This design comes from an exercise in tuning for small area, a short achievable clock period and few clock cycles on the open sky130 flow, not from production work.
Function was checked by simulation only, so behaviour that the tests miss may differ from the original.

==> job 7846: inputs <==
==> flow/design.v (excerpt) <==
module vbsort16 (
    input  wire         clk,
    input  wire         rst,           
    input  wire         in_valid,
    output wire         in_ready,
    input  wire [511:0] in_key,        
    input  wire [15:0]  in_s,          
    input  wire [15:0]  in_n,          
    input  wire [511:0] in_pay,        
    input  wire         desc,
    input  wire         nulls_first,
    input  wire         unsigned_key,
    output wire         out_valid,
    input  wire         out_ready,
    output wire [511:0] out_key,
    output wire [15:0]  out_s,
    output wire [15:0]  out_n,
    output wire [511:0] out_pay
);
==> module vbsort16, before the edit <==
module vbsort16 (
    input  wire         clk,
    input  wire         rst,           
    input  wire         in_valid,
    output wire         in_ready,
    input  wire [511:0] in_key,        
    input  wire [15:0]  in_s,          
    input  wire [15:0]  in_n,          
    input  wire [511:0] in_pay,        
    input  wire         desc,
    input  wire         nulls_first,
    input  wire         unsigned_key,
    output wire         out_valid,
    input  wire         out_ready,
    output wire [511:0] out_key,
    output wire [15:0]  out_s,
    output wire [15:0]  out_n,
    output wire [511:0] out_pay
);
    localparam [1:0] S_IDLE = 2'd0,
                     S_SORT = 2'd1,
                     S_OUT  = 2'd2;
    localparam EW = 66;            
    reg [1:0]        state;
    reg [3:0]        step;         
    reg [EW*16-1:0]  ev;           
    reg              desc_r, nf_r, uns_r;
    assign in_ready  = (state == S_IDLE) | ((state == S_OUT) & out_ready);
    assign out_valid = (state == S_OUT);
    reg [2:0] st_t;
    reg [1:0] st_d;
    always @(*) begin
        case (step)
            4'd0:    begin st_t = 3'd1; st_d = 2'd0; end
            4'd1:    begin st_t = 3'd2; st_d = 2'd1; end
            4'd2:    begin st_t = 3'd2; st_d = 2'd0; end
            4'd3:    begin st_t = 3'd3; st_d = 2'd2; end
            4'd4:    begin st_t = 3'd3; st_d = 2'd1; end
            4'd5:    begin st_t = 3'd3; st_d = 2'd0; end
            4'd6:    begin st_t = 3'd4; st_d = 2'd3; end
            4'd7:    begin st_t = 3'd4; st_d = 2'd2; end
            4'd8:    begin st_t = 3'd4; st_d = 2'd1; end
            default: begin st_t = 3'd4; st_d = 2'd0; end
        endcase
    end
    function [1:0] cls(input s, input n, input nf);
        if (n)       cls = nf ? 2'd0 : 2'd1;
        else if (s)  cls = nf ? 2'd1 : 2'd0;
        else         cls = 2'd2;
    endfunction
    function earlier(input [EW-1:0] x, input [EW-1:0] y, input nf, input dsc, input uns);
        reg [1:0]  cx, cy;
        reg [31:0] kx, ky;
        reg        klt, kgt;
        begin
            cx = cls(x[65], x[64], nf);
            cy = cls(y[65], y[64], nf);
            kx = {x[63] ^ ~uns, x[62:32]};
            ky = {y[63] ^ ~uns, y[62:32]};
            klt = dsc ? (kx > ky) : (kx < ky);
            kgt = dsc ? (kx < ky) : (kx > ky);
            earlier = (cx < cy) || (cx == cy && (klt || (!kgt && x[31:0] < y[31:0])));
        end
    endfunction
    wire [EW*16-1:0] nv;
    genvar gp;
    generate
        for (gp = 0; gp < 16; gp = gp + 1) begin : g_pos
            wire [EW-1:0] self = ev[EW*gp +: EW];
            reg  [EW-1:0] partner;
            reg           lower, asc;
            always @(*) begin
                case (st_d)
                    2'd0:    partner = ev[EW*(gp ^ 1) +: EW];
                    2'd1:    partner = ev[EW*(gp ^ 2) +: EW];
                    2'd2:    partner = ev[EW*(gp ^ 4) +: EW];
                    default: partner = ev[EW*(gp ^ 8) +: EW];
                endcase
                lower = ((gp >> st_d) & 1) == 0;
                asc   = ((gp >> st_t) & 1) == 0;
            end
            wire take_earlier = (lower == asc);
            wire use_partner  = take_earlier ? earlier(partner, self, nf_r, desc_r, uns_r)
                                             : earlier(self, partner, nf_r, desc_r, uns_r);
            assign nv[EW*gp +: EW] = use_partner ? partner : self;
            assign out_s[gp]            = self[65];
            assign out_n[gp]            = self[64];
            assign out_key[32*gp +: 32] = self[63:32];
            assign out_pay[32*gp +: 32] = self[31:0];
        end
    endgenerate
    integer i;
    always @(posedge clk) begin
        if (rst) begin
            state <= S_IDLE;
        end else begin
            case (state)
                S_IDLE: begin
                    if (in_valid) begin
                        for (i = 0; i < 16; i = i + 1)
                            ev[EW*i +: EW] <= {in_s[i], in_n[i], in_key[32*i +: 32], in_pay[32*i +: 32]};
                        desc_r <= desc;
                        nf_r   <= nulls_first;
                        uns_r  <= unsigned_key;
                        step   <= 4'd0;
                        state  <= S_SORT;
                    end
                end
                S_SORT: begin
                    ev   <= nv;
                    step <= step + 4'd1;
                    if (step == 4'd9)
                        state <= S_OUT;
                end
                S_OUT: begin
                    if (out_ready) begin
                        if (in_valid) begin
                            for (i = 0; i < 16; i = i + 1)
                                ev[EW*i +: EW] <= {in_s[i], in_n[i], in_key[32*i +: 32], in_pay[32*i +: 32]};
                            desc_r <= desc;
                            nf_r   <= nulls_first;
                            uns_r  <= unsigned_key;
                            step   <= 4'd0;
                            state  <= S_SORT;
                        end else begin
                            state <= S_IDLE;
                        end
                    end
                end
                default: state <= S_IDLE;
            endcase
        end
    end
endmodule
clock: 9.0 ns
lec_check: 0
cap_margin: 20
core_area: 10 10 790 790
die_area: 0 0 800 800
place_density: 0.4
slew_margin: 20
run.sh (not shown) runs the stock make flow with config.mk's settings and CLKGATE_MAP_FILE= SYNTH_SCRIPT=/design/flow/synth_recipe.tcl, a recipe that flattens the netlist after the stock synthesis.
==> job 1199: changes against job 7846 <==
--- a/flow/design.v
+++ b/flow/design.v
@@ -26,5 +26,5 @@
     reg [EW*16-1:0]  ev;           
     reg              desc_r, nf_r, uns_r;
-    assign in_ready  = (state == S_IDLE) | ((state == S_OUT) & out_ready);
+    assign in_ready  = (state == S_IDLE);
     assign out_valid = (state == S_OUT);
     reg [2:0] st_t;
@@ -114,17 +114,6 @@
                 end
                 S_OUT: begin
-                    if (out_ready) begin
-                        if (in_valid) begin
-                            for (i = 0; i < 16; i = i + 1)
-                                ev[EW*i +: EW] <= {in_s[i], in_n[i], in_key[32*i +: 32], in_pay[32*i +: 32]};
-                            desc_r <= desc;
-                            nf_r   <= nulls_first;
-                            uns_r  <= unsigned_key;
-                            step   <= 4'd0;
-                            state  <= S_SORT;
-                        end else begin
-                            state <= S_IDLE;
-                        end
-                    end
+                    if (out_ready)
+                        state <= S_IDLE;
                 end
                 default: state <= S_IDLE;
==> notes.md <==
In job 7846 the via count is larger than in job 1199, by 1.4%. Register-to-register slack: job 1199 is worse than job 7846 (700 ps). Between job 1199 and job 7846, the lower wire length is in job 1199 (gap about 4%, measured against job 7846). Of job 7846 and job 1199, job 7846 has the higher synthesized cell count (gap 0.61%, measured against job 1199). Between job 1199 and job 7846, the lower maximum frequency is in job 1199 (gap 8.3%, measured against job 7846). Against job 7846, the global-route usage of job 1199 is lower by 1.1 points. Critical path depth is the same in job 1199 and job 7846.
Testbench counts of job 7846, summed over its fixed seeds: cycles 5,640.
Testbench counts of job 1199, summed over its fixed seeds: cycles 6,144.

static timing again, ports no longer ideal:
No port has a modelled driver above. Below, the same layouts with a new extraction and two added sets of constraints.
Step 1, drivers: a clkbuf_16 drives clk and a buf_2 each remaining input, both assumed.
Step 2 also shifts input and output timing later by t, the mid clock arrival at the registers, as if the neighbouring blocks saw the same clock.
Slacks: ideal / step 1 / step 2; pairs: ideal / step 1.
| run | t (ns) | setup WS [ns] | worst setup path at the end |
|---|---|---|---|
| job 7846 | 1.017 | 1.243 / 1.243 / 1.243 | register to register |
| job 1199 | 1.026 | 0.543 / 0.543 / 0.543 | register to register |
After both steps setup and hold are still met in every run listed.
